From an optimization exercise on the open Yosys and OpenROAD flow, aimed at small area, a short achievable clock period and few clock cycles; shortcuts taken in it are not production practice. At most, simulation tests tie the RTL to the original design; equivalence was not proved.

Design ce_errx, start of the top module:
module ce_errx (
    input  wire         clk,
    input  wire         rst,
    input  wire         start,
    output reg          done,
    input  wire         voa,
    input  wire [31:0]  y,
    input  wire [2:0]   seq,
    input  wire [7:0]   dseq,
    input  wire [2:0]   dlag,
    input  wire [2:0]   dsh,
    input  wire         ext,
    input  wire [31:0]  yavg_in,
    input  wire [31:0]  m_in,
    input  wire [31:0]  refv,
    input  wire         ref_ok,
    input  wire [15:0]  kref,
    input  wire [31:0]  yfloor,
    input  wire [31:0]  target,
    output wire [15:0]  e,
    output reg  [31:0]  yavg_out,
    output reg  [31:0]  m_out,
    output reg          wd
);
Size: about 39000 sq um of cells after synthesis.
export LEC_CHECK = 0
export CAP_MARGIN = 20
export CORE_MARGIN = 2
export CORE_UTILIZATION = 40
export PLACE_DENSITY = 0.6
export SLEW_MARGIN = 20
create_clock -name core_clock -period 17.0 [get_ports {clk}]
standard.sh (not shown) runs the stock make flow with config.mk's settings and CLKGATE_MAP_FILE= SYNTH_SCRIPT=/design/flow/synth_recipe.tcl, a recipe that flattens the netlist after the stock synthesis.
==> flow/flow/run.sh <==
#!/bin/bash
# The standard layout (standard.sh, unchanged), with the input and
# output ports buffered by sky130_fd_sc_hd__buf_1 cells instead of the
# default delay-buffer cells. All make/OpenROAD/Yosys output goes to
# standard.log in this folder.
set -euo pipefail
export BUFFER_PORTS_ARGS="-buffer_cell sky130_fd_sc_hd__buf_1"
# repair_timing aims at 7 ns of setup slack (a 10 ns period)
export SETUP_SLACK_MARGIN=7
bash standard.sh > standard.log 2>&1
Testbench counts at the start, summed over its fixed seeds: cycles 9,585.
Then changed:
==> flow/flow/run.sh (replaced) <==
#!/bin/bash
set -euo pipefail
export BUFFER_PORTS_ARGS="-buffer_cell sky130_fd_sc_hd__buf_1"
export SETUP_SLACK_MARGIN=7
bash standard.sh > standard.log 2>&1
ABC_AREA = 1   (was unset)
CAP_MARGIN = 0   (was 20)
SLEW_MARGIN = 0   (was 20)
After rerunning: Design area drops by 6.8%. Clock skew barely changes. Global-route usage came out lower by 2.9 points. Routed wire length falls by 9.3%. Die area goes down by 0.85%. Non-clock buffer count came out lower by 172. First-iteration DRC count came out lower by 20%. Clock-buffer cell count rises by 6.
Then changed:
--- a/flow/flow/run.sh
+++ b/flow/flow/run.sh
@@ -1,0 +2,4 @@
+# The standard layout (standard.sh, unchanged), with the input and
+# output ports buffered by sky130_fd_sc_hd__buf_1 cells instead of the
+# default delay-buffer cells. All make/OpenROAD/Yosys output goes to
+# standard.log in this folder.
@@ -4 +8,2 @@
-export SETUP_SLACK_MARGIN=7
+# repair_timing aims at 7.5 ns of setup slack (a 9.5 ns period)
+export SETUP_SLACK_MARGIN=7.5
CAP_MARGIN = 20   (was 0)
SLEW_MARGIN = 20   (was 0)
Result: The changed run finished clean. First-iteration DRC count shrinks by a few percent. Setup slack gains 0.16 ns. Cell area increases by a few percent. Final cell count came out higher slightly. Wire length increases by a few percent. Fmax increases slightly. Critical path depth came out higher by 4.
Then changed:
--- a/flow/flow/run.sh
+++ b/flow/flow/run.sh
@@ -8,2 +8,2 @@
-# repair_timing aims at 7.5 ns of setup slack (a 9.5 ns period)
-export SETUP_SLACK_MARGIN=7.5
+# repair_timing aims at 7 ns of setup slack (a 10 ns period)
+export SETUP_SLACK_MARGIN=7
CAP_MARGIN = 0   (was 20)
SLEW_MARGIN = 0   (was 20)
After rerunning:
- The new run produced a clean layout
- design area is lower by a few percent
- die area is unchanged
- clock-buffer cell count climbs by 8
- cell count went down slightly
- global-route usage decreases by 0.86 points
- worst setup slack got worse by 0.16 ns
Then changed:
CAP_MARGIN = 20   (was 0)
PLACE_DENSITY = 0.7   (was 0.6)
SLEW_MARGIN = 20   (was 0)
What happened:
- maximum frequency drops by 0.41%
- count of clock-buffer cells in the layout falls by 8
- wire length fell by 1.8%
- area after synthesis stays the same
- global-route usage decreases by 0.89 points
- clock skew rises by 0.022 ns
- via count rises by 1.3%
- register-to-register slack gets worse by 0.16 ns


The RTL this note starts from:
==> flow/design.v <==
module ce_errx (
    input  wire         clk,
    input  wire         rst,
    input  wire         start,
    output reg          done,
    input  wire         voa,
    input  wire [31:0]  y,
    input  wire [2:0]   seq,
    input  wire [7:0]   dseq,
    input  wire [2:0]   dlag,
    input  wire [2:0]   dsh,
    input  wire         ext,
    input  wire [31:0]  yavg_in,
    input  wire [31:0]  m_in,
    input  wire [31:0]  refv,
    input  wire         ref_ok,
    input  wire [15:0]  kref,
    input  wire [31:0]  yfloor,
    input  wire [31:0]  target,
    output wire [15:0]  e,
    output reg  [31:0]  yavg_out,
    output reg  [31:0]  m_out,
    output reg          wd
);
    localparam [1:0] S_IDLE = 2'd0,
                     S_MUL  = 2'd1,
                     S_DIV  = 2'd2;
    reg  [1:0]  state;
    reg  [2:0]  cnt;
    reg  [4:0]  rem;       
    reg  [14:0] quo;       
    reg         satr;      
    reg         posq;      
    reg  [17:0] tx;        
    reg  [47:0] acc;       
    reg  [39:0] den;       
    reg         neg;       
    reg         sdo;       
    wire        idle  = (state == S_IDLE);
    wire        sc    = (state == S_MUL) & sdo;    
    wire        smode = idle | sc;
    function [79:0] csa(input [39:0] a, input [39:0] b, input [39:0] c);
        csa = {(a & b) | (a & c) | (b & c), a ^ b ^ c};
    endfunction
    wire        bw      = y[5:0] < yavg_in[5:0];
    wire [2:0]  lag_idx = seq - dlag;
    reg         wl;        
    wire [39:0] y40  = {8'd0, y};
    wire [39:0] Y40  = {8'd0, yavg_out};
    wire [39:0] m40  = {{8{m_in[31]}}, m_in};
    wire [39:0] mm40 = m40 << dsh;
    wire [39:0] yh40 = {14'd0, y[31:6]};
    wire [39:0] ah40 = {14'd0, yavg_in[31:6]};
    wire [39:0] o1 = sc ? (wl ? y40 : ~y40) : {8'd0, yavg_in};
    wire [39:0] o2 = sc ? (wl ? ~Y40 : Y40) : yh40;
    wire [39:0] o3 = sc ? ~m40 : ~ah40;
    wire [39:0] o4 = sc ? mm40 : {40{bw}};
    wire [79:0] c1 = csa(o1, o2, o3);
    wire [79:0] c2 = csa(c1[39:0], {c1[78:40], sc}, o4);
    wire [39:0] s_x = c2[39:0];
    wire [39:0] s_y = {c2[78:40], 1'b0};
    always @(posedge clk) begin
        if (idle)
            yavg_out <= voa ? yavg_in : t3[31:0];
        wd <= ~voa & dseq[seq];
    end
    wire [2:0] kd [0:5];
    assign kd[0] = kref[2:0];
    assign kd[1] = kref[5:3];
    assign kd[2] = kref[8:6];
    assign kd[3] = kref[11:9];
    assign kd[4] = kref[14:12];
    assign kd[5] = {2'b00, kref[15]};
    reg [2:0] klead;
    integer k;
    always @* begin
        klead = 3'd2;
        for (k = 3; k < 6; k = k + 1)
            if (kd[k] != 3'd0) klead = k[2:0];
    end
    reg  [2:0]  dnext;     
    wire [2:0]  dig = idle ? ((ref_ok & ~voa) ? kd[klead] : 3'd0) : dnext;
    wire [47:0] pp0 = voa ? {16'd0, target} : dig[0] ? {16'd0, refv} : 48'd0;
    wire [47:0] pp1 = voa ? ~{16'd0, y}     : dig[1] ? {15'd0, refv, 1'b0} : 48'd0;
    wire [47:0] pp2 = dig[2] ? {14'd0, refv, 2'b0} : 48'd0;
    wire [47:0] pa  = idle ? 48'd0 : {acc[44:0], 3'b0};
    wire [47:0] ms1 = pp0 ^ pp1 ^ pp2;
    wire [47:0] mc1 = {((pp0[46:0] & pp1[46:0]) | (pp0[46:0] & pp2[46:0]) | (pp1[46:0] & pp2[46:0])), voa};
    wire [47:0] ms2 = ms1 ^ mc1 ^ pa;
    wire [47:0] mc2 = {((ms1[46:0] & mc1[46:0]) | (ms1[46:0] & pa[46:0]) | (mc1[46:0] & pa[46:0])), 1'b0};
    wire [47:0] mul_nx = ms2 + mc2;
    wire [31:0] yf_nz = {yfloor[31:1], yfloor[0] | (yfloor == 32'd0)};
    wire [48:0] zf  = {~{9'd0, yfloor}, 8'd0};
    wire [48:0] cs1 = {1'b0, ms2} ^ {1'b0, mc2} ^ zf;
    wire [48:0] cc1 = {((ms2 & mc2) | (ms2 & zf[47:0]) | (mc2 & zf[47:0])), 1'b0};
    wire [48:0] dgt = cs1 + cc1;
    wire        p_gt = ~dgt[48];
    wire [39:0] r_el  = p_gt ? mul_nx[47:8] : {8'd0, yf_nz};
    wire [39:0] r_voa = (target > yfloor) ? {8'd0, target} : {8'd0, yf_nz};
    wire [39:0] r_div = idle ? r_voa : r_el;
    wire signed [39:0] m_sh  = $signed(den) >>> dsh;
    wire        m_hi  = ~m_sh[39] & (m_sh[38:31] != 8'h00);
    wire        m_lo  =  m_sh[39] & (m_sh[38:31] != 8'hff);
    wire [31:0] m_val = m_hi ? 32'h7fffffff : m_lo ? 32'h80000000 : m_sh[31:0];
    wire [32:0] n_sel = idle ? mul_nx[32:0] : {m_val[31], m_val};
    wire [31:0] n_mag = n_sel[32] ? -n_sel[31:0] : n_sel[31:0];
    wire [40:0] i1 = {acc[39:0], 1'b0};
    wire [41:0] t1 = {1'b0, i1} + ~{2'b00, den} + 42'd1;
    wire        q1 = ~t1[41];
    wire [39:0] a1 = q1 ? t1[39:0] : i1[39:0];
    wire [40:0] i2 = {a1, 1'b0};
    wire [41:0] t2 = {1'b0, i2} + ~{2'b00, den} + 42'd1;
    wire        q2 = ~t2[41];
    wire [39:0] a2 = q2 ? t2[39:0] : i2[39:0];
    wire [40:0] i3 = {a2, 1'b0};
    wire [41:0] x3 = smode ? {2'b00, s_x} : {1'b0, i3};
    wire [41:0] y3 = smode ? {2'b00, s_y} : ~{2'b00, den};
    wire [41:0] t3 = x3 + y3 + 42'd1;
    wire        q3 = ~t3[41];
    wire [39:0] a3 = q3 ? t3[39:0] : i3[39:0];
    reg  [39:0] hmask;     
    integer h;
    always @* begin
        hmask[39] = 1'b1;
        for (h = 38; h >= 0; h = h - 1)
            hmask[h] = hmask[h + 1] & ~den[h + 1];
    end
    wire [45:0] i1s  = {i1, 5'd0};
    wire        skip = (rem >= 5'd6) && (i1s[45:40] == 6'd0) && ((i1s[39:0] & hmask) == 40'd0);
    wire [15:0] qv  = satr ? (neg ? 16'h8000 : 16'h7fff) : {1'b0, quo};
    wire [17:0] qx  = posq ? {2'b00, qv} : {2'b11, ~qv};
    wire [17:0] es  = qx + tx + {17'd0, ~posq};
    assign e = (es[17:15] == 3'b000 || es[17:15] == 3'b111) ? es[15:0]
             : (es[17] ? 16'h8000 : 16'h7fff);
    wire        sat = (rem == 5'd15) && (acc[39:0] >= den);
    wire        n_neg  = n_sel[32];
    wire        tneg   = ~voa & ext;
    wire [17:0] tx_nx  = voa ? 18'd0 : (({{2{target[15]}}, target[15:0]} ^ {18{tneg}}) + {17'd0, tneg});
    task load_common;
        begin
            den   <= r_div;
            neg   <= n_neg;
            quo   <= 15'd0;
            acc   <= {16'd0, n_mag};
            rem   <= 5'd15;
            satr  <= 1'b0;
        end
    endtask
    always @(posedge clk) begin
        posq <= voa ? ~neg : (ext ^ neg);
        tx   <= tx_nx;
    end
    always @(posedge clk) begin
        if (rst) begin
            state <= S_IDLE;
            done  <= 1'b0;
        end else begin
            done <= 1'b0;
            case (state)
                S_IDLE: if (start) begin
                    if (voa) begin
                        m_out <= m_in;
                        load_common;
                        state <= S_DIV;
                    end else begin
                        acc   <= mul_nx;
                        cnt   <= klead - 3'd1;
                        wl    <= dseq[lag_idx];
                        dnext <= ref_ok ? kd[klead - 3'd1] : 3'd0;
                        sdo   <= 1'b1;
                        state <= S_MUL;
                    end
                end
                S_MUL: begin
                    sdo <= 1'b0;
                    dnext <= ref_ok ? kd[cnt - 3'd1] : 3'd0;
                    if (sc) begin
                        den <= t3[39:0];
                        acc <= mul_nx;
                        cnt <= cnt - 3'd1;
                    end else if (cnt == 3'd0) begin
                        m_out <= m_val;
                        load_common;
                        state <= S_DIV;
                    end else begin
                        acc <= mul_nx;
                        cnt <= cnt - 3'd1;
                    end
                end
                default: begin
                    if (sat) begin
                        satr  <= 1'b1;
                        done  <= 1'b1;
                        state <= S_IDLE;
                    end else if (skip) begin
                        acc <= {8'd0, i1s[39:0]};
                        quo <= {quo[8:0], 6'd0};
                        rem <= rem - 5'd6;
                        if (rem == 5'd6) begin
                            done  <= 1'b1;
                            state <= S_IDLE;
                        end
                    end else begin
                        acc <= {8'd0, a3};
                        quo <= {quo[11:0], q1, q2, q3};
                        rem <= rem - 5'd3;
                        if (rem == 5'd3) begin
                            done  <= 1'b1;
                            state <= S_IDLE;
                        end
                    end
                end
            endcase
        end
    end
endmodule
clock: 17.0 ns
lec_check: 0
abc_area: 1
cap_margin: 20
core_margin: 2
core_utilization: 40
place_density: 0.6
slew_margin: 20
==> flow/flow/run.sh <==
#!/bin/bash
# The standard layout (standard.sh, unchanged), with the input and
# output ports buffered by sky130_fd_sc_hd__buf_1 cells instead of the
# default delay-buffer cells. All make/OpenROAD/Yosys output goes to
# standard.log in this folder.
set -euo pipefail
export BUFFER_PORTS_ARGS="-buffer_cell sky130_fd_sc_hd__buf_1"
# repair_timing aims at 9 ns of setup slack
export SETUP_SLACK_MARGIN=9
bash standard.sh > standard.log 2>&1
Next try:
--- a/flow/flow/run.sh
+++ b/flow/flow/run.sh
@@ -7,4 +7,2 @@
 export BUFFER_PORTS_ARGS="-buffer_cell sky130_fd_sc_hd__buf_1"
-# repair_timing aims at 9 ns of setup slack
-export SETUP_SLACK_MARGIN=9
 bash standard.sh > standard.log 2>&1
- CTS_BUF_LIST: not set -> sky130_fd_sc_hd__clkbuf_4 sky130_fd_sc_hd__clkbuf_8
After rerunning: Routed wire length went down by about a fifth. Area after synthesis stays the same. Via count came out lower by a little under a tenth. Synthesized cell count stays the same. Sequential share of layout area came out higher by 2.4 points. First-iteration DRC count fell by about a fifth. Core utilization fell by 8.9 points.
Function was not checked in any run of this note: the RTL went through the layout flow alone.

## static timing again, ports no longer ideal
Ports are ideal in the flow. The routed layouts listed here were re-timed in OpenROAD.
Step 1 (the two cells are an assumption about what drives the block):
set clk [get_ports {clk}]
set_driving_cell -lib_cell sky130_fd_sc_hd__clkbuf_16 $clk
set_driving_cell -lib_cell sky130_fd_sc_hd__buf_2 [delete_from_list [all_inputs] $clk]
Step 2 times the ports against the registers' clock, not the clock port: input delays grow and output delays shrink by t, the midpoint of the rising clock arrivals with the driver on.
Slacks: ideal / step 1 / step 2; pairs: ideal / step 1.
run | t (ns) | setup WS [ns] | hold WS [ns] | worst slew at a driven data input, ns
the first run of note 1 | 0.698 | 6.844 / 6.880 / 6.183 | 0.554 / 0.554 / 0.554 | 0.09
the second run of note 1 | 0.694 | 7.203 / 7.253 / 6.559 | 0.554 / 0.554 / 0.554 | 0.15
the third run of note 1 | 0.680 | 7.362 / 7.392 / 6.712 | 0.557 / 0.557 / 0.557 | 0.11
the fourth run of note 1 | 0.694 | 7.203 / 7.253 / 6.559 | 0.554 / 0.554 / 0.554 | 0.15
the fifth run of note 1 | 0.692 | 7.163 / 7.212 / 6.520 | 0.559 / 0.559 / 0.559 | 0.17
the first run of note 2 | 0.680 | 7.775 / 7.785 / 7.105 | 0.503 / 0.503 / 0.503 | 0.10
the second run of note 2 | 0.732 | 4.701 / 4.701 / 4.107 | 0.501 / 0.501 / 0.501 | 0.16
After both steps setup and hold are still met in every run listed. The setup slack of the first run of note 2, which loses most, moves by +0.010 ns with the drivers and by -0.670 ns with both steps.
